What follows belongs to an exercise in optimizing a design on an open flow for small area, a short achievable clock period and few clock cycles per item; a production flow would make more cautious choices.
Only simulation tests tie the RTL to the original design; equivalence was not proved.
No activity file was given, so power comes from the tool's default toggle rates.

File: design/flow/config.mk
export PLATFORM = sky130hd
export DESIGN_NAME = dispatch_string
export DESIGN_NICKNAME = dispatch_string
export VERILOG_FILES = /design/flow/design.v
export SDC_FILE = /design/flow/constraint.sdc
export NUM_CORES = 4
export LEC_CHECK = 0
export CAP_MARGIN = 20
export CORE_MARGIN = 2
export CORE_UTILIZATION = 40
export PLACE_DENSITY = 0.6
export SLEW_MARGIN = 20
File: design/flow/run.sh
#!/bin/bash
# synth_recipe.tcl (not shown) runs the flow's synth.tcl, then flattens the netlist and writes it again
# the make line also repeats each setting of config.mk as NAME=value (left out here)
make -C /OpenROAD-flow-scripts/flow DESIGN_CONFIG=/design/flow/config.mk WORK_HOME=/design/flow/orfs CLKGATE_MAP_FILE= SYNTH_SCRIPT=/design/flow/synth_recipe.tcl finish
File: design/flow/constraint.sdc
create_clock -name core_clock -period 40.0 [get_ports {clk}]
set_input_delay 8.0000 -clock core_clock [delete_from_list [all_inputs] [get_ports {clk}]]
set_output_delay 8.0000 -clock core_clock [all_outputs]
set_load 0.01 [all_outputs]
File: design/flow/design.v
module dispatch_string (
    input  wire         clk,
    input  wire         rst,
    input  wire         ld_en,
    input  wire [4:0]   ld_slot,
    input  wire         ld_usable,
    input  wire [15:0]  ld_soc,
    input  wire [9:0]   ld_wear,
    input  wire [15:0]  ld_temp,
    input  wire         ld_temp_ok,
    input  wire [15:0]  ld_volt,
    input  wire         start,
    input  wire [15:0]  x_ref,
    input  wire [23:0]  i_s,
    input  wire         i_valid,
    input  wire         fresh,
    input  wire         soc_stale,
    input  wire [1:0]   p_plan,
    input  wire [15:0]  ks,
    input  wire [7:0]   kt,
    input  wire [7:0]   kw,
    input  wire [11:0]  offset,
    input  wire [15:0]  t_knee,
    input  wire [7:0]   sticky,
    input  wire [15:0]  dir_db,
    input  wire [20:0]  v_fs,
    input  wire [6:0]   base,
    input  wire [6:0]   rot,
    output reg          ready,
    output reg          done,
    output reg          sgn_neg,
    output reg          dir_chg,
    output reg  [22:0]  v_ref,
    output reg  [4:0]   u_cnt,
    output reg  [15:0]  soc_mean,
    output reg  [4:0]   n_full,
    output reg  [14:0]  f_raw,
    output reg          clipped,
    output reg  [4:0]   swaps,
    output reg  [119:0] rank
);
    localparam NC = 24;
    localparam S_IDLE = 3'd0,
               S_MEAN = 3'd1,
               S_KEY  = 3'd2,
               S_WALK = 3'd3,
               S_FDIV = 3'd4;
    reg [2:0] state;
    integer i, j;
    reg          L_en;
    reg [NC-1:0] L_oh;        
    reg          L_usable, L_tok;
    reg [15:0]   L_soc, L_temp, L_volt;
    reg [9:0]    L_wear;
    always @(posedge clk) begin
        L_en <= !rst && ready && ld_en && !start && (ld_slot[4:3] != 2'b11);
        for (i = 0; i < NC; i = i + 1)
            L_oh[i] <= !rst && ready && ld_en && !start && (ld_slot == i);
        L_usable <= ld_usable;
        L_tok    <= ld_temp_ok;
        L_soc    <= ld_soc;
        L_temp   <= ld_temp;
        L_volt   <= ld_volt;
        L_wear   <= ld_wear;
    end
    wire L_use = L_usable && (L_volt != 16'd0);
    reg [15:0] c_soc  [0:NC-1];
    reg [9:0]  c_wear [0:NC-1];
    reg [15:0] c_temp [0:NC-1];
    reg        c_tok  [0:NC-1];
    reg [15:0] c_volt [0:NC-1];
    reg [NC-1:0] c_use;
    always @(posedge clk) begin
        for (i = 0; i < NC; i = i + 1)
            if (L_oh[i]) begin
                c_soc[i]  <= L_soc;
                c_wear[i] <= L_wear;
                c_temp[i] <= L_temp;
                c_tok[i]  <= L_tok;
                c_volt[i] <= L_volt;
            end
    end
    reg  [4:0]    pc;
    reg  [NC-1:0] pc_oh;
    reg           busy;
    wire [NC-1:0] rd_oh = busy ? pc_oh : L_oh;
    reg  [15:0] rd_soc, rd_tmp;
    reg  [9:0]  rd_wr;
    reg         rd_tok, rd_use, rd_inc;
    reg  [NC-1:0] inc_e;      
    always @(*) begin
        rd_soc = 16'd0; rd_tmp = 16'd0; rd_wr = 10'd0;
        rd_tok = 1'b0; rd_use = 1'b0; rd_inc = 1'b0;
        for (i = 0; i < NC; i = i + 1) begin
            rd_soc = rd_soc | (c_soc[i]  & {16{rd_oh[i]}});
            rd_tmp = rd_tmp | (c_temp[i] & {16{rd_oh[i]}});
            rd_wr  = rd_wr  | (c_wear[i] & {10{rd_oh[i]}});
            rd_tok = rd_tok | (c_tok[i]  & rd_oh[i]);
            rd_use = rd_use | (c_use[i]  & rd_oh[i]);
            rd_inc = rd_inc | (inc_e[i]  & rd_oh[i]);
        end
    end
    reg  [20:0] sum;
    reg  [4:0]  ucur;
    wire [20:0] s_a = sum;
    wire [20:0] s_b = L_use ? {5'd0, L_soc} : 21'd0;
    wire [20:0] s_c = ~(rd_use ? {5'd0, rd_soc} : 21'd0);
    wire [20:0] s_s = s_a ^ s_b ^ s_c;
    wire [20:0] s_k = (s_a & s_b) | (s_a & s_c) | (s_b & s_c);
    wire [20:0] sum_nx = s_s + {s_k[19:0], 1'b1};
    always @(posedge clk) begin
        if (rst) begin
            c_use <= {NC{1'b0}};
            sum   <= 21'd0;
            ucur  <= 5'd0;
        end else if (L_en) begin
            for (i = 0; i < NC; i = i + 1)
                if (L_oh[i]) c_use[i] <= L_use;
            sum  <= sum_nx;
            ucur <= ucur + {4'd0, L_use} - {4'd0, rd_use};
        end
    end
    reg [15:0] r_x;
    reg [23:0] r_i;
    reg        r_ival, r_fresh;
    reg [15:0] r_db;
    reg [6:0]  r_base, r_rot;
    reg        r_stale;
    reg [1:0]  r_p;
    reg [15:0] r_ks;
    reg [7:0]  r_kt, r_kw, r_sticky;
    reg [11:0] r_off;
    reg [15:0] r_knee;
    reg [20:0] r_vfs;
    wire go = ready && start;
    always @(posedge clk) begin
        r_x    <= x_ref;
        r_i    <= i_s;
        r_ival <= i_valid;
        r_fresh<= fresh;
        r_db   <= dir_db;
        r_base <= base;
        r_rot  <= rot;
        if (go) begin
            r_stale  <= soc_stale;
            r_p      <= p_plan;
            r_ks     <= ks;
            r_kt     <= kt;
            r_kw     <= kw;
            r_off    <= offset;
            r_knee   <= t_knee;
            r_sticky <= sticky;
            r_vfs    <= v_fs;
        end
    end
    reg prev_neg, prev_chg;
    wire x_zero = (r_x == 16'd0);
    wire s_neg  = x_zero ? prev_neg : r_x[15];
    wire signed [24:0] i_pl  = $signed({r_i[23], r_i}) + $signed({9'd0, r_db});
    wire i_ge = ($signed(r_i) >= $signed({8'd0, r_db}));    
    wire i_le = i_pl[24] || (i_pl == 25'd0);                 
    wire s_chg = !r_ival ? prev_chg :
                 (s_neg ? i_le : i_ge) ? 1'b0 :
                 (s_neg ? i_ge : i_le) ? 1'b1 : prev_chg;
    wire [6:0] o_rot = r_base - r_rot;
    wire [4:0] c0    = (o_rot >= 7'd105) ? (5'd0 - o_rot[4:0]) : 5'd0;
    reg [1:0]  mcyc;
    reg [15:0] dq;
    reg [4:0]  dr;
    reg [15:0] mean;
    wire [6:0] u1 = {2'd0, ucur};
    wire [6:0] u2 = {1'd0, ucur, 1'b0};
    wire [6:0] u3 = u1 + u2;
    reg [15:0] dq_n, dq_2;
    reg [4:0]  dr_n, dr_2;
    reg [6:0]  dt;
    always @(*) begin
        dq_n = (mcyc == 2'd0) ? sum[15:0]  : dq;
        dr_n = (mcyc == 2'd0) ? sum[20:16] : dr;
        dq_2 = dq_n;
        dr_2 = dr_n;
        for (i = 0; i < 3; i = i + 1) begin
            dt = {dr_n, dq_n[15:14]};
            dq_n = {dq_n[13:0], 2'b00};
            if (dt >= u3) begin
                dt = dt - u3;  dq_n[1:0] = 2'd3;
            end else if (dt >= u2) begin
                dt = dt - u2;  dq_n[1:0] = 2'd2;
            end else if (dt >= u1) begin
                dt = dt - u1;  dq_n[1:0] = 2'd1;
            end
            dr_n = dt[4:0];
            if (i == 1) begin
                dq_2 = dq_n;
                dr_2 = dr_n;
            end
        end
    end
    wire [5:0]  dr2    = {dr_2, 1'b0};
    wire        m_up   = (dr2 > {1'b0, ucur}) || (dr2 == {1'b0, ucur} && dq_2[0]);
    wire [15:0] mean_n = (ucur == 5'd0) ? 16'd0 : dq_2 + {15'd0, m_up};
    reg [21:0] mh;
    reg [15:0] mq;
    reg [4:0]  mcnt;
    reg        xneg;
    wire [21:0] m_add = mh + (mq[0] ? {1'b0, r_vfs} : 22'd0);
    wire [37:0] vprod = {mh, mq};
    wire [22:0] vp_q  = vprod[37:15];
    wire        vp_up = vprod[14] && ((vprod[13:0] != 14'd0) || vp_q[0]);
    wire [21:0] a_abs = mh;    
    reg [4:0]    ins_n;       
    reg [4:0]    P [0:NC-1];  
    reg [11:0]   K [0:NC-1];  
    reg [NC-1:0] V;           
    reg [4:0]    kcnt;        
    reg [4:0]    lcnt;        
    reg [4:0]    uu;          
    reg          chg;         
    reg [NC-1:0] inc_nx;
    always @(*) begin
        for (i = 0; i < NC; i = i + 1)
            inc_nx[i] = (ins_n != 5'd0) && (P[i] < ins_n);
    end
    wire vA = (state == S_KEY) && (kcnt < NC);
    wire [16:0] a_dp  = {1'b0, rd_soc} - {1'b0, mean};
    wire [16:0] a_dn  = {1'b0, mean} - {1'b0, rd_soc};
    wire        a_neg = a_dp[16] && !r_stale;
    wire [15:0] a_dab = r_stale ? 16'd0 : (a_dp[16] ? a_dn[15:0] : a_dp[15:0]);
    wire [16:0] a_te  = {rd_tmp[15], rd_tmp} - {r_knee[15], r_knee};
    wire [15:0] a_tp  = a_te[16] ? 16'd0 : a_te[15:0];
    reg        B_neg, B_tok, B_use, B_inc;
    reg [4:0]  B_slot;
    reg [15:0] B_dab, B_tp;
    reg [9:0]  B_wear;
    wire [31:0] b_ps = r_ks * B_dab;
    wire [23:0] b_pt = r_kt * B_tp;
    wire [17:0] b_pw = r_kw * B_wear;
    reg        C_neg, C_tok, C_use, C_inc;
    reg [4:0]  C_slot;
    reg [31:0] C_ps;
    reg [23:0] C_pt;
    reg [17:0] C_pw;
    wire [19:0] c_r   = C_ps[31:12] + {19'd0, C_ps[11] && ((C_ps[10:0] != 11'd0) || C_ps[12])};
    wire [9:0]  c_w   = C_pw[17:8] + {9'd0, C_pw[7] && ((C_pw[6:0] != 7'd0) || C_pw[8])};
    wire [17:0] c_qw  = {6'd0, r_off} + {8'd0, c_w};
    wire        c_plus = chg ^ C_neg;
    wire [21:0] c_a   = C_pt[23:2];
    wire [47:0] c_pr  = ({4'd0, c_a, 22'd0} + {6'd0, c_a, 20'd0} + {9'd0, c_a, 17'd0} + {23'd0, c_a, 3'd0})
                      - ({14'd0, c_a, 12'd0} + {16'd0, c_a, 10'd0} + {19'd0, c_a, 7'd0} + {25'd0, c_a, 1'd0});
    wire [17:0] c_tq  = c_pr[44:27];
    wire [4:0]  c_r25 = c_a[4:0] - (c_tq[4:0] * 5'd25);
    wire [6:0]  c_tr  = {c_r25, C_pt[1:0]};
    wire        c_tup = (c_tr > 7'd50) || (c_tr == 7'd50 && c_tq[0]);
    reg        D_plus, D_tok, D_use, D_inc, D_tup;
    reg [4:0]  D_slot;
    reg [19:0] D_r;
    reg [17:0] D_qw, D_t;
    wire [7:0]  d_s   = D_inc ? r_sticky : 8'd0;
    wire [21:0] d_rx  = D_plus ? {2'd0, D_r} : ~{2'd0, D_r};
    wire [21:0] d_x   = {4'd0, D_qw} + {4'd0, D_t} + d_rx + {20'd0, !D_plus && D_tup, !D_plus ^ D_tup};
    wire [21:0] d_xs  = {4'd0, D_qw} + {4'd0, D_t} + d_rx + {20'd0, !D_plus && D_tup, !D_plus ^ D_tup}
                      + ~{14'd0, d_s} + 22'd1;
    wire        d_hi  = !D_tok || (!d_x[21] && (d_x[20:12] != 9'd0));    
    wire [11:0] d_rk  = d_hi ? (12'd4095 - {4'd0, d_s}) :
                        (d_xs[21] ? 12'd0 : d_xs[11:0]);
    reg        F_use;
    reg [4:0]  F_slot;
    reg [11:0] F_k;
    reg          vG, G_use;
    reg [4:0]    G_slot;
    reg [11:0]   G_k;
    reg [NC-1:0] G_le, G_gt;   
    reg [NC-1:0] f_le, f_gt;
    always @(*) begin
        for (i = 0; i < NC; i = i + 1) begin
            if (vG && G_use && G_slot == i) begin
                f_le[i] = (G_k <= F_k);
                f_gt[i] = !(G_k <= F_k);
            end else begin
                f_le[i] = V[i] && (K[i] <= F_k);
                f_gt[i] = V[i] && !(K[i] <= F_k);
            end
        end
    end
    reg [4:0] g_pos;
    always @(*) begin
        g_pos = 5'd0;
        for (i = 0; i < NC; i = i + 1)
            g_pos = g_pos + {4'd0, G_le[i]};
        if (!G_use) g_pos = lcnt;
    end
    reg [4:0] P_nx [0:NC-1];
    always @(*) begin
        for (i = 0; i < NC; i = i + 1) begin
            P_nx[i] = P[i];
            if (vG) begin
                if (G_use && G_gt[i]) P_nx[i] = P[i] + 5'd1;
                if (G_slot == i)      P_nx[i] = G_use ? g_pos : 5'd31;
            end
        end
    end
    reg [119:0] rank_ins;
    always @(*) begin
        rank_ins = rank;
        for (j = 1; j < NC; j = j + 1)
            if (j > g_pos) rank_ins[j*5 +: 5] = rank[(j-1)*5 +: 5];
        for (j = 0; j < NC; j = j + 1)
            if (j == g_pos) rank_ins[j*5 +: 5] = G_slot;
    end
    reg [4:0]  wn;
    reg [21:0] wrem;
    reg [15:0] wv0, wv1;
    reg [15:0] sv0, sv1;
    wire [4:0] wq0 = (state == S_KEY) ? 5'd0 : wn + 5'd2;
    wire [4:0] wq1 = (state == S_KEY) ? 5'd1 : wn + 5'd3;
    always @(*) begin
        sv0 = 16'd0;
        sv1 = 16'd0;
        for (i = 0; i < NC; i = i + 1) begin
            if (P_nx[i] == wq0) sv0 = sv0 | c_volt[i];
            if (P_nx[i] == wq1) sv1 = sv1 | c_volt[i];
        end
    end
    wire [4:0] pav0  = uu - wn;
    wire [4:0] pav1  = uu - wn - 5'd1;
    wire [4:0] ins0  = wn + ((pav0 > {3'd0, r_p}) ? {3'd0, r_p} : pav0);
    wire [4:0] ins1  = wn + 5'd1 + ((pav1 > {3'd0, r_p}) ? {3'd0, r_p} : pav1);
    wire [16:0] w_s01  = {1'b0, wv0} + {1'b0, wv1};
    wire [21:0] w_r0   = wrem - {6'd0, wv0};
    wire [21:0] w_r01  = wrem - {5'd0, w_s01};
    wire        w_e0   = (wn == uu);
    wire        w_e1   = (wn + 5'd1 == uu);
    wire        w_o0   = {6'd0, wv0} > wrem;
    wire        w_o1   = {5'd0, w_s01} > wrem;
    wire [17:0] w_v0_3 = {2'd0, wv0} + {1'd0, wv0, 1'b0};
    wire [17:0] w_v1_3 = {2'd0, wv1} + {1'd0, wv1, 1'b0};
    reg        fz;            
    reg [15:0] fr;            
    reg [15:0] fd;
    reg [17:0] fd3;           
    reg [15:0] fq;
    reg [1:0]  fcnt;
    reg [15:0] fr_n;
    reg [15:0] fq_n;
    reg [17:0] ft;
    always @(*) begin
        fr_n = fr;
        fq_n = fq;
        for (i = 0; i < 2; i = i + 1) begin
            ft = {fr_n, 2'b00};
            fq_n = {fq_n[13:0], 2'b00};
            if (ft >= fd3) begin
                ft = ft - fd3;                fq_n[1:0] = 2'd3;
            end else if (ft >= {1'b0, fd, 1'b0}) begin
                ft = ft - {1'b0, fd, 1'b0};   fq_n[1:0] = 2'd2;
            end else if (ft >= {2'b00, fd}) begin
                ft = ft - {2'b00, fd};        fq_n[1:0] = 2'd1;
            end
            fr_n = ft[15:0];
        end
    end
    wire        f_up  = fq_n[0] && ((fr_n != 16'd0) || fq_n[1]);
    wire [3:0]  f_lo  = {1'b0, fq_n[3:1]} + {3'd0, f_up};
    wire [12:0] f_hi1 = {1'b0, fq[11:0]} + 13'd1;
    wire [14:0] f_rnd = !f_lo[3] ? {fq[11:0], f_lo[2:0]} :
                        f_hi1[12] ? 15'h7FFF : {f_hi1[11:0], f_lo[2:0]};
    reg [4:0] s_keep, ie_n, ie_cnt, keep;
    always @(*) begin
        s_keep = 5'd0;
        ie_n   = 5'd0;
        for (i = 0; i < NC; i = i + 1) begin
            s_keep = s_keep + {4'd0, inc_nx[i] & inc_e[i]};
            ie_n   = ie_n   + {4'd0, inc_e[i]};
        end
    end
    wire [4:0] s_new  = ins_n  - keep;
    wire [4:0] s_lost = ie_cnt - keep;
    always @(posedge clk) begin
        B_slot <= pc;
        B_neg  <= a_neg;
        B_dab  <= a_dab;
        B_tp   <= a_tp;
        B_wear <= rd_wr;
        B_tok  <= rd_tok;
        B_use  <= rd_use;
        B_inc  <= rd_inc;
        C_slot <= B_slot; C_neg <= B_neg; C_tok <= B_tok; C_use <= B_use; C_inc <= B_inc;
        C_ps   <= b_ps;
        C_pt   <= b_pt;
        C_pw   <= b_pw;
        D_slot <= C_slot; D_plus <= c_plus; D_tok <= C_tok; D_use <= C_use; D_inc <= C_inc;
        D_r    <= c_r;
        D_qw   <= c_qw;
        D_t    <= c_tq;
        D_tup  <= c_tup;
        F_slot <= D_slot; F_use <= D_use;
        F_k    <= d_rk;
        G_slot <= F_slot; G_use <= F_use;
        G_k    <= F_k;
        G_le   <= f_le;
        G_gt   <= f_gt;
        for (i = 0; i < NC; i = i + 1)
            P[i] <= P_nx[i];
        if (vG) begin
            K[G_slot] <= G_k;
            rank      <= rank_ins;
        end
    end
    reg vB, vC, vD, vF;
    always @(posedge clk) begin
        if (rst) begin
            state    <= S_IDLE;
            ready    <= 1'b1;
            busy     <= 1'b0;
            done     <= 1'b0;
            prev_neg <= 1'b0;
            prev_chg <= 1'b0;
            ins_n    <= 5'd0;
            vB <= 1'b0; vC <= 1'b0; vD <= 1'b0; vF <= 1'b0; vG <= 1'b0;
        end else begin
            done <= 1'b0;
            vB <= vA; vC <= vB; vD <= vC; vF <= vD; vG <= vF;
            if (vG) begin
                if (G_use) V[G_slot] <= 1'b1;
                lcnt <= lcnt + 5'd1;
            end
            if (mcnt < 5'd16) begin
                {mh, mq} <= {m_add, mq} >> 1;
                mcnt <= mcnt + 5'd1;
            end else if (mcnt == 5'd16) begin
                mh    <= vp_q[21:0] + {21'd0, vp_up};
                mcnt  <= 5'd17;
            end else if (mcnt == 5'd17) begin
                v_ref <= xneg ? (23'd0 - {1'b0, a_abs}) : {1'b0, a_abs};
                mcnt  <= 5'd18;
            end
            case (state)
            S_IDLE: begin
                mcyc <= 2'd0;
                if (go) begin
                    state <= S_MEAN;
                    ready <= 1'b0;
                    busy  <= 1'b1;
                end
            end
            S_MEAN: begin
                mcyc <= mcyc + 2'd1;
                dq   <= dq_n;
                dr   <= dr_n;
                if (mcyc == 2'd0) begin
                    u_cnt    <= ucur;
                    uu       <= ucur;
                    inc_e    <= (r_fresh || (s_neg != prev_neg)) ? {NC{1'b0}} : inc_nx;
                    prev_neg <= s_neg;
                    prev_chg <= s_chg;
                    sgn_neg  <= s_neg;
                    dir_chg  <= s_chg;
                    chg      <= s_chg;
                    V        <= {NC{1'b0}};
                    lcnt     <= 5'd0;
                    pc       <= c0;
                    for (i = 0; i < NC; i = i + 1) pc_oh[i] <= (c0 == i);
                    xneg     <= r_x[15];
                    mh       <= 22'd0;
                    mq       <= r_x[15] ? (16'd0 - r_x) : r_x;
                    mcnt     <= 5'd0;
                end
                if (mcyc == 2'd1)
                    ie_cnt <= ie_n;
                if (mcyc == 2'd2) begin
                    mean     <= mean_n;
                    soc_mean <= mean_n;
                    kcnt     <= 5'd0;
                    state    <= S_KEY;
                end
            end
            S_KEY: begin
                kcnt <= kcnt + 5'd1;
                if (vA) begin
                    pc    <= (pc == NC - 1) ? 5'd0 : pc + 5'd1;
                    pc_oh <= {pc_oh[NC-2:0], pc_oh[NC-1]};
                end
                if (kcnt == NC + 4) begin
                    wn    <= 5'd0;
                    wrem  <= a_abs;
                    wv0   <= sv0;
                    wv1   <= sv1;
                    state <= S_WALK;
                end
            end
            S_WALK: begin
                fq    <= 16'd0;
                fcnt  <= 2'd0;
                wv0   <= sv0;
                wv1   <= sv1;
                state <= S_FDIV;
                if (w_e0) begin
                    fz      <= 1'b1;
                    ins_n   <= uu;
                end else if (w_o0) begin
                    fz      <= 1'b0;
                    ins_n   <= ins0;
                    fr      <= wrem[15:0];
                    fd      <= wv0;
                    fd3     <= w_v0_3;
                end else if (w_e1) begin
                    wrem    <= w_r0;
                    wn      <= wn + 5'd1;
                    fz      <= 1'b1;
                    ins_n   <= uu;
                end else if (w_o1) begin
                    wrem    <= w_r0;
                    wn      <= wn + 5'd1;
                    fz      <= 1'b0;
                    ins_n   <= ins1;
                    fr      <= w_r0[15:0];
                    fd      <= wv1;
                    fd3     <= w_v1_3;
                end else begin
                    wrem    <= w_r01;
                    wn      <= wn + 5'd2;
                    state   <= S_WALK;
                end
            end
            S_FDIV: begin
                fr    <= fr_n;
                fq    <= fq_n;
                fcnt  <= fcnt + 2'd1;
                if (fcnt == 2'd0)
                    keep <= s_keep;
                if ((fz && fcnt == 2'd1) || fcnt == 2'd3) begin
                    n_full  <= wn;
                    f_raw   <= fz ? 15'd0 : f_rnd;
                    clipped <= fz && (wrem != 22'd0);
                    swaps   <= (s_new < s_lost) ? s_new : s_lost;
                    done    <= 1'b1;
                    ready   <= 1'b1;
                    busy    <= 1'b0;
                    state   <= S_IDLE;
                end
            end
            default: state <= S_IDLE;
            endcase
        end
    end
endmodule
==> out/qor.txt, run 1 <==
Worst IR Drop VDD -> 998 uV
slowest cell delay on critical path -> 0.82 ns
first-pass GRT wire length -> 747,000 um
run status -> no timing/DRC/antenna violations
PnR worst setup slack -> 29.50 ns
number of hold buffers added after cts -> 0
Crit path max-delay family -> buffers and inverters
final setup fails -> 0
Synth-to-Final Area Change -> 13.7%
Avg Cell Area, Syn -> 11.6 um2
antenna violations before repair -> 28
hold path cells -> 0
max cap viols -> 0
# IOs -> 427
total power -> 16.2 mW
gpl congestion -> 0.902
Rows -> 231
Starting Density -> 40.2%
Synth Register Bits -> 2,899
Hold EP -> D_slot[4]
ANT nets after route -> 0
worst reg2reg path startpoint -> ucur[1]
aggregate global-route resource usage -> 25.2%
Hold Path Class -> flop to flop
TritonCTS Buffers -> 321
fmax -> 0.0953 GHz
ys async rst share -> 0%
crit-path cells -> clkdlybuf4s50_1
H-Tree Depth -> 5
clock slew at reported path FFs -> 0.06 ns
crit path buf inv count -> 1
Mapped Cells -> 13,675
clk buf depth -> 4
pin count of the biggest net entering global routing -> 75
Final Hold Viols -> 0
CP Data Arrival Time -> 2.50 ns
final std cells w/o fill -> 19,714
drt drc -> 0
critical path's slowest cell -> clkdlybuf4s50_1
Seq/Total Area, Yosys -> 50.9%
CTS root buf -> clkbuf_16
post-synthesis cell type count -> 98
fillers -> 36,144
design area -> 0.181 mm2
# resized after CTS -> 0
detailed placement HPWL -> 344,000 um
Primary FF master, synth -> edfxtp_1
peak fanout along the critical path -> 5
worst hold margin -> 0.312 ns
Data required, critical path -> 32.00 ns
placed instance area -> 0.170 mm2
DR vias/cell -> 5.77
Post-synth EDFFs -> 2,275
core area -> 0.396 mm2
Setup Skew -> 0.0843 ns
share of layout cells above drive strength 1 -> 7.07%
Critical Path Source Type -> flop
fin util -> 45.6%
Die X -> 634 um
LEAKAGE -> 69.7 nW
insertion delay to the later sink of the worst-skew pair -> 0.97 ns
worst reg2reg endpoint -> dr[4]
crit path kind -> flop to output port
YS warnings -> 8
die height -> 634 um
RSZ-0062 raised after global routing -> false
Pre-antenna DRT Iters -> 9
Vias -> 113,736
Post-CTS Repair Setup Buffers -> 0
Slew @ Worst Pin -> 1.18 ns
Reg2Reg Depth -> 28
PwrDens -> 89.5 mW/mm2
setup TNS -> 0 ns
min Tclk post-route -> 10.50 ns
grt ovf -> 0
crit share post-route -> 26.2%
nets -> 16,206
CTS sink cnt -> 2,899
IO buf count -> 426
Post-Place Cells -> 19,109
CP endpoint kind -> output port
initial drt markers -> 12,086
final number of max-transition violations -> 0
hold path start -> C_slot[4]
vias in the first global route -> 108,561
overall routed net length -> 521,000 um
die area -> 0.402 mm2
worst rel slew slack -> 21.3%
CTS tree -> done
worst slack at placement -> 29.48 ns
Syn Std Cell Area -> 0.159 mm2
flop-to-flop setup slack -> 31.45 ns
Wirelength per Cell -> 26.5 um
## registers in the layout (all words and copies together) (netlist names), 24 cells and up
signal  count
C_ps       32
C_pt       24
G_gt       24
G_le       24
K         288
L_oh       24
P         120
V          24
c_soc     384
c_temp    384
c_tok      24
c_use      24
c_volt    384
c_wear    240
inc_e      24
pc_oh      24
r_i        24
rank      120
## final cells by class
type	instances	area, um2	share of cell area, %
antenna	11	27.5	0.0152
clock buffer	441	8870	4.91
clock inverter	152	1430	0.790
inverter	1161	4360	2.41
multi-input combinational	9128	72300	40.0
sequential	2899	80900	44.8
tap	5242	6560	3.63
timing repair buffer	680	6170	3.42
## power by group
group          total, mW  internal, mW  switching, mW  leakage (nW)
logic               9.48          4.13           5.35          38.9
registers           3.75          3.54          0.210          25.8
clock network       2.94          1.66           1.28          5.03
total               16.2          9.33           6.84          69.7
## per-layer routing
layer	vias to the layer above	track usage, %	wire length (um)
met5	-	0.0483	33
met4	6	9.62	22600
met3	1062	4.15	47400
met2	5479	40.2	235000
met1	56083	34.4	216000
li1	51106	-	-
## synth_stat cells (117+ instances only)
master | n | share of area, %
and2_1 | 281 | 1.1
nor2b_1 | 148 | 0.58
nand2_1 | 989 | 2.3
a22o_1 | 201 | 1.1
fa_1 | 544 | 6.9
nand4_1 | 259 | 1.0
o21ai_0 | 550 | 1.7
a21oi_1 | 688 | 2.2
o22ai_1 | 123 | 0.48
ha_1 | 1238 | 9.7
a21o_1 | 222 | 1.0
xnor2_1 | 427 | 2.4
nor3_1 | 191 | 0.60
nand2b_1 | 117 | 0.46
a22oi_1 | 510 | 2.4
nand3_1 | 323 | 1.0
edfxtp_1 | 2275 | 43
mux2_2 | 125 | 0.89
a221oi_1 | 182 | 1.0
nor2_1 | 683 | 1.6
xor2_1 | 292 | 1.6
dfxtp_1 | 624 | 7.9
and3_1 | 130 | 0.51
inv_1 | 1159 | 2.7
clkbuf_1 | 381 | 0.90
## placed cells by master, fill, tap and decap left out, types with 101 or more instances in the layout
master,instances
edfxtp_1,2275
ha_1,1238
inv_1,1155
nand2_1,988
a21oi_1,685
nor2_1,669
dfxtp_1,593
o21ai_0,548
fa_1,544
a22oi_1,510
xnor2_1,427
clkdlybuf4s50_1,425
clkbuf_16,329
nand3_1,322
xor2_1,292
and2_1,279
nand4_1,259
buf_4,255
a21o_1,222
a22o_1,201
a221oi_1,182
nor3_1,160
nor2b_1,147
and3_1,124
o22ai_1,123
nand2b_1,117
mux2_2,101
## logic make-up after synthesis
family	share of synthesized area, %
flip-flops	50.9
AND/OR/NAND/NOR	10.2
multiplexers	1.46
other	0.00236
XOR/XNOR	3.96
AO/OA/AOI/OAI	13.0
adder cells (fa/ha/maj)	16.6
buffers and inverters	3.94
## worst max path at each step
stage | endpoint | cells past startpoint | start | slack [ns]
4_1_cts | u_cnt[1] | 1 | uu[1] | 29.46
3_5_place_dp | pc[0] | 5 | rst | 29.48
2_1_floorplan | fd3[10] | 3 | rst | 28.82
3_3_place_gp | pc[0] | 5 | rst | 29.48
6_report | u_cnt[1] | 1 | uu[1] | 29.50
5_1_grt | u_cnt[1] | 1 | uu[1] | 29.50
Testbench counts, summed over its fixed seeds: cycles 24,719, items 384.
==> run 2, diff against run 1 <==
--- a/design/flow/design.v
+++ b/design/flow/design.v
@@ -43,27 +43,24 @@
     localparam S_IDLE = 3'd0,
                S_MEAN = 3'd1,
                S_KEY  = 3'd2,
-               S_WALK = 3'd3,
-               S_FDIV = 3'd4;
+               S_WPRE = 3'd3,
+               S_WALK = 3'd4,
+               S_FDIV = 3'd5;
     reg [2:0] state;
     integer i, j;
     reg          L_en;
     reg [NC-1:0] L_oh;        
-    reg          L_usable, L_tok;
-    reg [15:0]   L_soc, L_temp, L_volt;
-    reg [9:0]    L_wear;
+    reg          L_use;
+    reg [15:0]   L_soc;
+    reg          busy;
+    wire         ld_acc = !busy && ld_en && !start;
     always @(posedge clk) begin
-        L_en <= !rst && ready && ld_en && !start && (ld_slot[4:3] != 2'b11);
+        L_en <= !rst && ld_acc && (ld_slot[4:3] != 2'b11);
         for (i = 0; i < NC; i = i + 1)
-            L_oh[i] <= !rst && ready && ld_en && !start && (ld_slot == i);
-        L_usable <= ld_usable;
-        L_tok    <= ld_temp_ok;
+            L_oh[i] <= !rst && ld_acc && (ld_slot == i);
+        L_use    <= ld_usable && (ld_volt != 16'd0);
         L_soc    <= ld_soc;
-        L_temp   <= ld_temp;
-        L_volt   <= ld_volt;
-        L_wear   <= ld_wear;
     end
-    wire L_use = L_usable && (L_volt != 16'd0);
     reg [15:0] c_soc  [0:NC-1];
     reg [9:0]  c_wear [0:NC-1];
     reg [15:0] c_temp [0:NC-1];
@@ -71,18 +68,19 @@
     reg [15:0] c_volt [0:NC-1];
     reg [NC-1:0] c_use;
     always @(posedge clk) begin
-        for (i = 0; i < NC; i = i + 1)
-            if (L_oh[i]) begin
-                c_soc[i]  <= L_soc;
-                c_wear[i] <= L_wear;
-                c_temp[i] <= L_temp;
-                c_tok[i]  <= L_tok;
-                c_volt[i] <= L_volt;
+        for (i = 0; i < NC; i = i + 1) begin
+            if (ld_acc && ld_slot == i) begin
+                c_wear[i] <= ld_wear;
+                c_temp[i] <= ld_temp;
+                c_tok[i]  <= ld_temp_ok;
+                c_volt[i] <= ld_volt;
             end
+            if (L_oh[i])
+                c_soc[i] <= L_soc;
+        end
     end
     reg  [4:0]    pc;
     reg  [NC-1:0] pc_oh;
-    reg           busy;
     wire [NC-1:0] rd_oh = busy ? pc_oh : L_oh;
     reg  [15:0] rd_soc, rd_tmp;
     reg  [9:0]  rd_wr;
@@ -132,7 +130,7 @@
     reg [11:0] r_off;
     reg [15:0] r_knee;
     reg [20:0] r_vfs;
-    wire go = ready && start;
+    wire go = !busy && start;
     always @(posedge clk) begin
         r_x    <= x_ref;
         r_i    <= i_s;
@@ -209,18 +207,13 @@
     wire        vp_up = vprod[14] && ((vprod[13:0] != 14'd0) || vp_q[0]);
     wire [21:0] a_abs = mh;    
     reg [4:0]    ins_n;       
-    reg [4:0]    P [0:NC-1];  
-    reg [11:0]   K [0:NC-1];  
-    reg [NC-1:0] V;           
+    reg [NC-1:0] inc_nx;      
+    reg [11:0]   Kl [0:NC-1]; 
+    reg [NC-1:0] vu;          
     reg [4:0]    kcnt;        
     reg [4:0]    lcnt;        
     reg [4:0]    uu;          
     reg          chg;         
-    reg [NC-1:0] inc_nx;
-    always @(*) begin
-        for (i = 0; i < NC; i = i + 1)
-            inc_nx[i] = (ins_n != 5'd0) && (P[i] < ins_n);
-    end
     wire vA = (state == S_KEY) && (kcnt < NC);
     wire [16:0] a_dp  = {1'b0, rd_soc} - {1'b0, mean};
     wire [16:0] a_dn  = {1'b0, mean} - {1'b0, rd_soc};
@@ -237,12 +230,11 @@
     wire [17:0] b_pw = r_kw * B_wear;
     reg        C_neg, C_tok, C_use, C_inc;
     reg [4:0]  C_slot;
-    reg [31:0] C_ps;
+    reg [21:0] C_ps;          
     reg [23:0] C_pt;
-    reg [17:0] C_pw;
-    wire [19:0] c_r   = C_ps[31:12] + {19'd0, C_ps[11] && ((C_ps[10:0] != 11'd0) || C_ps[12])};
-    wire [9:0]  c_w   = C_pw[17:8] + {9'd0, C_pw[7] && ((C_pw[6:0] != 7'd0) || C_pw[8])};
-    wire [17:0] c_qw  = {6'd0, r_off} + {8'd0, c_w};
+    reg [9:0]  C_w;
+    wire [19:0] c_r   = C_ps[21:2] + {19'd0, C_ps[1] && (C_ps[0] || C_ps[2])};
+    wire [17:0] c_qw  = {6'd0, r_off} + {8'd0, C_w};
     wire        c_plus = chg ^ C_neg;
     wire [21:0] c_a   = C_pt[23:2];
     wire [47:0] c_pr  = ({4'd0, c_a, 22'd0} + {6'd0, c_a, 20'd0} + {9'd0, c_a, 17'd0} + {23'd0, c_a, 3'd0})
@@ -266,59 +258,32 @@
     reg        F_use;
     reg [4:0]  F_slot;
     reg [11:0] F_k;
-    reg          vG, G_use;
-    reg [4:0]    G_slot;
-    reg [11:0]   G_k;
-    reg [NC-1:0] G_le, G_gt;   
-    reg [NC-1:0] f_le, f_gt;
+    reg vF;
+    reg [NC-1:0] f_le;
+    reg          f_cy;
     always @(*) begin
         for (i = 0; i < NC; i = i + 1) begin
-            if (vG && G_use && G_slot == i) begin
-                f_le[i] = (G_k <= F_k);
-                f_gt[i] = !(G_k <= F_k);
-            end else begin
-                f_le[i] = V[i] && (K[i] <= F_k);
-                f_gt[i] = V[i] && !(K[i] <= F_k);
-            end
+            f_cy = 1'b1;                        
+            for (j = 0; j < 12; j = j + 1)
+                f_cy = (F_k[j] & ~Kl[i][j]) | ((F_k[j] | ~Kl[i][j]) & f_cy);
+            f_le[i] = vu[i] & f_cy;
         end
     end
-    reg [4:0] g_pos;
-    always @(*) begin
-        g_pos = 5'd0;
-        for (i = 0; i < NC; i = i + 1)
-            g_pos = g_pos + {4'd0, G_le[i]};
-        if (!G_use) g_pos = lcnt;
-    end
-    reg [4:0] P_nx [0:NC-1];
-    always @(*) begin
-        for (i = 0; i < NC; i = i + 1) begin
-            P_nx[i] = P[i];
-            if (vG) begin
-                if (G_use && G_gt[i]) P_nx[i] = P[i] + 5'd1;
-                if (G_slot == i)      P_nx[i] = G_use ? g_pos : 5'd31;
-            end
-        end
-    end
-    reg [119:0] rank_ins;
-    always @(*) begin
-        rank_ins = rank;
-        for (j = 1; j < NC; j = j + 1)
-            if (j > g_pos) rank_ins[j*5 +: 5] = rank[(j-1)*5 +: 5];
-        for (j = 0; j < NC; j = j + 1)
-            if (j == g_pos) rank_ins[j*5 +: 5] = G_slot;
-    end
     reg [4:0]  wn;
     reg [21:0] wrem;
     reg [15:0] wv0, wv1;
     reg [15:0] sv0, sv1;
-    wire [4:0] wq0 = (state == S_KEY) ? 5'd0 : wn + 5'd2;
-    wire [4:0] wq1 = (state == S_KEY) ? 5'd1 : wn + 5'd3;
+    reg [4:0]  ws0, ws1;      
+    wire [4:0] wq0 = (state == S_WALK) ? wn + 5'd2 : 5'd0;
+    wire [4:0] wq1 = (state == S_WALK) ? wn + 5'd3 : 5'd1;
+    wire [4:0] sl0 = rank[wq0*5 +: 5];
+    wire [4:0] sl1 = rank[wq1*5 +: 5];
     always @(*) begin
         sv0 = 16'd0;
         sv1 = 16'd0;
         for (i = 0; i < NC; i = i + 1) begin
-            if (P_nx[i] == wq0) sv0 = sv0 | c_volt[i];
-            if (P_nx[i] == wq1) sv1 = sv1 | c_volt[i];
+            if (sl0 == i) sv0 = sv0 | c_volt[i];
+            if (sl1 == i) sv1 = sv1 | c_volt[i];
         end
     end
     wire [4:0] pav0  = uu - wn;
@@ -326,12 +291,15 @@
     wire [4:0] ins0  = wn + ((pav0 > {3'd0, r_p}) ? {3'd0, r_p} : pav0);
     wire [4:0] ins1  = wn + 5'd1 + ((pav1 > {3'd0, r_p}) ? {3'd0, r_p} : pav1);
     wire [16:0] w_s01  = {1'b0, wv0} + {1'b0, wv1};
+    wire        w_e0, w_e1, w_o0, w_o1;
+    wire [4:0]  w_ins  = (w_e0 || w_e1) ? uu : w_o0 ? ins0 : w_o1 ? ins1 : 5'd31;
+    wire        w_stop = w_e0 || w_o0 || w_e1 || w_o1;
     wire [21:0] w_r0   = wrem - {6'd0, wv0};
     wire [21:0] w_r01  = wrem - {5'd0, w_s01};
-    wire        w_e0   = (wn == uu);
-    wire        w_e1   = (wn + 5'd1 == uu);
-    wire        w_o0   = {6'd0, wv0} > wrem;
-    wire        w_o1   = {5'd0, w_s01} > wrem;
+    assign      w_e0   = (wn == uu);
+    assign      w_e1   = (wn + 5'd1 == uu);
+    assign      w_o0   = {6'd0, wv0} > wrem;
+    assign      w_o1   = {5'd0, w_s01} > wrem;
     wire [17:0] w_v0_3 = {2'd0, wv0} + {1'd0, wv0, 1'b0};
     wire [17:0] w_v1_3 = {2'd0, wv1} + {1'd0, wv1, 1'b0};
     reg        fz;            
@@ -385,9 +353,9 @@
         B_use  <= rd_use;
         B_inc  <= rd_inc;
         C_slot <= B_slot; C_neg <= B_neg; C_tok <= B_tok; C_use <= B_use; C_inc <= B_inc;
-        C_ps   <= b_ps;
+        C_ps   <= {b_ps[31:11], b_ps[10:0] != 11'd0};
         C_pt   <= b_pt;
-        C_pw   <= b_pw;
+        C_w    <= b_pw[17:8] + {9'd0, b_pw[7] && ((b_pw[6:0] != 7'd0) || b_pw[8])};
         D_slot <= C_slot; D_plus <= c_plus; D_tok <= C_tok; D_use <= C_use; D_inc <= C_inc;
         D_r    <= c_r;
         D_qw   <= c_qw;
@@ -395,18 +363,25 @@
         D_tup  <= c_tup;
         F_slot <= D_slot; F_use <= D_use;
         F_k    <= d_rk;
-        G_slot <= F_slot; G_use <= F_use;
-        G_k    <= F_k;
-        G_le   <= f_le;
-        G_gt   <= f_gt;
-        for (i = 0; i < NC; i = i + 1)
-            P[i] <= P_nx[i];
-        if (vG) begin
-            K[G_slot] <= G_k;
-            rank      <= rank_ins;
+        if (vF) begin
+            for (j = 0; j < NC; j = j + 1) begin
+                if (F_use) begin
+                    if (!f_le[j]) begin
+                        if (j == 0 || f_le[j-1]) begin
+                            Kl[j] <= F_k;
+                            rank[j*5 +: 5] <= F_slot;
+                        end else begin
+                            Kl[j] <= Kl[j-1];
+                            rank[j*5 +: 5] <= rank[(j-1)*5 +: 5];
+                        end
+                    end
+                end else if (lcnt == j) begin
+                    rank[j*5 +: 5] <= F_slot;
+                end
+            end
         end
     end
-    reg vB, vC, vD, vF;
+    reg vB, vC, vD;
     always @(posedge clk) begin
         if (rst) begin
             state    <= S_IDLE;
@@ -416,12 +391,13 @@
             prev_neg <= 1'b0;
             prev_chg <= 1'b0;
             ins_n    <= 5'd0;
-            vB <= 1'b0; vC <= 1'b0; vD <= 1'b0; vF <= 1'b0; vG <= 1'b0;
+            vB <= 1'b0; vC <= 1'b0; vD <= 1'b0; vF <= 1'b0;
+            inc_nx <= {NC{1'b0}};
         end else begin
             done <= 1'b0;
-            vB <= vA; vC <= vB; vD <= vC; vF <= vD; vG <= vF;
-            if (vG) begin
-                if (G_use) V[G_slot] <= 1'b1;
+            vB <= vA; vC <= vB; vD <= vC; vF <= vD;
+            if (vF) begin
+                if (F_use) vu <= {vu[NC-2:0], 1'b1};
                 lcnt <= lcnt + 5'd1;
             end
             if (mcnt < 5'd16) begin
@@ -448,15 +424,13 @@
                 dq   <= dq_n;
                 dr   <= dr_n;
                 if (mcyc == 2'd0) begin
-                    u_cnt    <= ucur;
                     uu       <= ucur;
                     inc_e    <= (r_fresh || (s_neg != prev_neg)) ? {NC{1'b0}} : inc_nx;
                     prev_neg <= s_neg;
                     prev_chg <= s_chg;
-                    sgn_neg  <= s_neg;
-                    dir_chg  <= s_chg;
                     chg      <= s_chg;
-                    V        <= {NC{1'b0}};
+                    vu       <= {NC{1'b0}};
+                    inc_nx   <= {NC{1'b0}};
                     lcnt     <= 5'd0;
                     pc       <= c0;
                     for (i = 0; i < NC; i = i + 1) pc_oh[i] <= (c0 == i);
@@ -469,7 +443,6 @@
                     ie_cnt <= ie_n;
                 if (mcyc == 2'd2) begin
                     mean     <= mean_n;
-                    soc_mean <= mean_n;
                     kcnt     <= 5'd0;
                     state    <= S_KEY;
                 end
@@ -480,26 +453,36 @@
                     pc    <= (pc == NC - 1) ? 5'd0 : pc + 5'd1;
                     pc_oh <= {pc_oh[NC-2:0], pc_oh[NC-1]};
                 end
-                if (kcnt == NC + 4) begin
+                if (kcnt == NC + 3) begin
                     wn    <= 5'd0;
                     wrem  <= a_abs;
-                    wv0   <= sv0;
-                    wv1   <= sv1;
-                    state <= S_WALK;
+                    state <= S_WPRE;
                 end
             end
+            S_WPRE: begin
+                wv0   <= sv0;
+                wv1   <= sv1;
+                ws0   <= sl0;
+                ws1   <= sl1;
+                state <= S_WALK;
+            end
             S_WALK: begin
                 fq    <= 16'd0;
                 fcnt  <= 2'd0;
                 wv0   <= sv0;
                 wv1   <= sv1;
+                ws0   <= sl0;
+                ws1   <= sl1;
                 state <= S_FDIV;
+                for (i = 0; i < NC; i = i + 1)
+                    if ((ws0 == i && wn < w_ins) || (ws1 == i && wn + 5'd1 < w_ins) ||
+                        (w_stop && sl0 == i && wn + 5'd2 < w_ins) ||
+                        (w_stop && sl1 == i && wn + 5'd3 < w_ins))
+                        inc_nx[i] <= 1'b1;
                 if (w_e0) begin
                     fz      <= 1'b1;
-                    ins_n   <= uu;
                 end else if (w_o0) begin
                     fz      <= 1'b0;
-                    ins_n   <= ins0;
                     fr      <= wrem[15:0];
                     fd      <= wv0;
                     fd3     <= w_v0_3;
@@ -507,12 +490,10 @@
                     wrem    <= w_r0;
                     wn      <= wn + 5'd1;
                     fz      <= 1'b1;
-                    ins_n   <= uu;
                 end else if (w_o1) begin
                     wrem    <= w_r0;
                     wn      <= wn + 5'd1;
                     fz      <= 1'b0;
-                    ins_n   <= ins1;
                     fr      <= w_r0[15:0];
                     fd      <= wv1;
                     fd3     <= w_v1_3;
@@ -521,6 +502,7 @@
                     wn      <= wn + 5'd2;
                     state   <= S_WALK;
                 end
+                ins_n <= w_ins;
             end
             S_FDIV: begin
                 fr    <= fr_n;
@@ -529,7 +511,11 @@
                 if (fcnt == 2'd0)
                     keep <= s_keep;
                 if ((fz && fcnt == 2'd1) || fcnt == 2'd3) begin
-                    n_full  <= wn;
+                    n_full   <= wn;
+                    u_cnt    <= uu;
+                    soc_mean <= mean;
+                    sgn_neg  <= prev_neg;
+                    dir_chg  <= chg;
                     f_raw   <= fz ? 15'd0 : f_rnd;
                     clipped <= fz && (wrem != 22'd0);
                     swaps   <= (s_new < s_lost) ? s_new : s_lost;
==> run 2 against run 1 <==
  * Cell area is 4.5% lower
  * Non-clock buffer count rose by 16
  * Count of clock-buffer cells in the layout fell by 30
  * Sequential share of layout area about the same
  * Clock skew fell by 0.0018 ns
  * Critical path type is now input pin to flop
==> out/qor.txt, run 2 <==
grt ovf -> 0
first-pass GRT wire length -> 727,000 um
YS warnings -> 9
Avg Cell Area, Syn -> 11.5 um2
Starting Density -> 40.1%
LEAKAGE -> 65.1 nW
clk buf depth -> 4
Critical Path Source Type -> input pin
crit-path cells -> clkdlybuf4s50_1 > nor2_1 > nand2_1 > nor2_1 > nand3_1 > nor2_4 > buf_4
hold path start -> B_slot[0]
CP Data Arrival Time -> 11.58 ns
IO buf count -> 426
CP endpoint kind -> flop
final setup fails -> 0
Die X -> 620 um
worst reg2reg path startpoint -> fd[0]
min Tclk post-route -> 11.02 ns
fmax -> 0.0908 GHz
Pre-antenna DRT Iters -> 8
PnR worst setup slack -> 28.98 ns
ANT nets after route -> 0
most frequent cell after synthesis -> edfxtp_1
Setup Skew -> 0.0825 ns
most common cell after layout, fill and taps aside -> edfxtp_1
CTS tree -> done
worst hold margin -> 0.325 ns
vias in the first global route -> 106,649
Vias -> 110,121
die area -> 0.384 mm2
# IOs -> 427
max cap viols -> 0
top post-synthesis cells by area -> edfxtp_1 46%, fa_1 7.0%, ha_1 6.8%
initial drt markers -> 11,538
aggregate global-route resource usage -> 25.5%
Post-synth EDFFs -> 2,307
setup TNS -> 0 ns
drt drc -> 0
Synth-to-Final Area Change -> 13.8%
Syn Std Cell Area -> 0.152 mm2
detailed placement HPWL -> 343,000 um
Final Hold Viols -> 0
Post-Place Cells -> 18,342
Hold Path Class -> flop to flop
antenna violations before repair -> 39
PwrDens -> 91.2 mW/mm2
sequential cell area -> 0.0773 mm2
dominant cell type by area after synthesis -> edfxtp_1
Critical Path Source -> start
Rows -> 226
area of the multi-input gates -> 0.0683 mm2
DR vias/cell -> 5.82
core area -> 0.378 mm2
crit path kind -> input pin to flop
commonest cells after routing, fill and taps aside -> 2,307 x edfxtp_1, 1,150 x nand2_1, 1,145 x inv_1, 824 x ha_1, 679 x a22oi_1
crit path buf inv count -> 2
nets -> 15,217
Mapped Cells -> 13,209
die height -> 620 um
total power -> 15.7 mW
overall routed net length -> 502,000 um
Critical Path Most Common Cell -> nor2_1
Worst IR Drop VDD -> 601 uV
H-Tree Depth -> 5
Synth Register Bits -> 2,707
final number of max-transition violations -> 0
Data required, critical path -> 40.56 ns
crit share post-route -> 27.5%
post-synthesis cell type count -> 105
Slew @ Worst Pin -> 1.21 ns
worst rel slew slack -> 19.0%
synth cell count leaders -> 2,307 x edfxtp_1, 1,152 x nand2_1, 1,146 x inv_1
clock slew at reported path FFs -> 0.06 ns
# resized after CTS -> 0
ys async rst share -> 0%
peak fanout along the critical path -> 24
number of hold buffers added after cts -> 0
Wirelength per Cell -> 26.5 um
gpl congestion -> 0.964
CTS root buf -> clkbuf_16
CTS sink cnt -> 2,707
worst slack at placement -> 28.06 ns
run status -> no timing/DRC/antenna violations
Primary FF master, synth -> edfxtp_1
Seq/Total Area, Yosys -> 51.0%
Post-CTS Repair Setup Buffers -> 0
share of layout cells above drive strength 1 -> 8.17%
flop-to-flop setup slack -> 31.39 ns
critical path's slowest cell -> nor2_4
registers with the most flip-flops -> c_soc x384, c_temp x384, c_volt x384
RSZ-0062 raised after global routing -> false
TritonCTS Buffers -> 303
pin count of the biggest net entering global routing -> 75
fillers -> 34,624
final std cells w/o fill -> 18,916
Crit path max-delay family -> simple AND/OR/NAND/NOR gates
insertion delay to the later sink of the worst-skew pair -> 0.95 ns
post-synth top area share -> 45.7%
slowest cell delay on critical path -> 0.88 ns
run 2: cell types whose count changed after synthesis, moves of 56 or more:
cell	previous run	this run
nand4_1	259	184
ha_1	1238	824
xor2_1	292	175
a22oi_1	510	679
mux2i_1	86	142
a21oi_1	688	509
maj3_1	0	73
mux2_2	125	241
xnor2_1	427	312
clkbuf_1	381	441
nand2_1	989	1152
o22ai_1	123	45
dfxtp_1	624	400
run 2: cell families (layout without fill, tap and decap cells):
family / Yosys count / count (layout) / synth area share (%)
adders and majority gates: 1424 / 1424 / 14.2
other: 1 / 24 / 0.00247
muxes: 389 / 389 / 2.81
DFF: 2707 / 2707 / 51.0
and+or+nand+nor: 3445 / 3445 / 11.0
xor gates and xnor gates: 489 / 489 / 2.83
AOI/OAI and AO/OA: 3024 / 3024 / 13.8
buffers and inverters: 1730 / 2398 / 4.34
run 2: where the power goes:
part / internal, mW / total (mW) / switching (mW)
Sequential: 3.32 / 3.50 / 0.184
Combinational: 4.09 / 9.41 / 5.31
Clock: 1.62 / 2.82 / 1.21
run 2: final cells by class:
class	count	area share, %
flip-flops and latches	2707	44.8
multi-input cells	8775	39.6
clock buffers	411	4.87
repair buffers	696	3.67
well taps	5016	3.64
inverters	1150	2.50
clock inverters	141	0.879
diodes	20	0.0290
run 2: worst paths after layout:
| check | endpoint | cells past startpoint |
|---|---|---|
| setup / recovery | c_temp[11][5] | 7 |
| hold / removal | C_slot[0] | 0 |
| setup reg to reg | f_raw[0] | 22 |
| hold reg to reg | C_slot[0] | 0 |
run 2: metrics by stage:
stage	utilization [%]	area, um2
global route	45.6	173000
finish	45.6	173000
floorplan	-	152000
CTS	45.6	172000
detailed placement	43.0	163000
global placement	42.9	162000
run 2: routing by layer:
| metal | GRT usage (%) | wire, um | share of wire (%) |
|---|---|---|---|
| met1 | 32.6 | 199000 | 40 |
| met2 | 42.3 | 237000 | 47 |
| met3 | 4.33 | 39900 | 7.9 |
| met4 | 11.6 | 26500 | 5.3 |
| met5 | 0 | 57 | 0.011 |
Testbench counts of run 2, summed over its fixed seeds: cycles 24,719, items 384.

[port drivers added, routing unchanged]
Ports are ideal in the flow. The routed layouts listed here were re-timed in OpenROAD. Step 1 (the two cells are an assumption about what drives the block):
set clk [get_ports {clk}]
set_driving_cell -lib_cell sky130_fd_sc_hd__clkbuf_16 $clk
set_driving_cell -lib_cell sky130_fd_sc_hd__buf_2 [delete_from_list [all_inputs] $clk]
Step 2 moves the port delays by t, midway between the first and last clock arrival at a register: inputs arrive t later, outputs are due t later. That takes back most of the time a late clock gives input paths. Three values: no drivers, after step 1, after step 2; two values: the first two.
run	t (ns)	slack for setup (ns)	worst setup path after step 2	worst slew at a driven data input, ns
run 1	1.054	29.504 / 29.381 / 29.294	input to register	0.19
run 2	1.022	28.983 / 28.978 / 27.956	input to register	0.23
After both steps setup and hold are still met in every run listed. The setup slack of run 2, which loses most, moves by -0.005 ns with the drivers and by -1.027 ns with both steps.
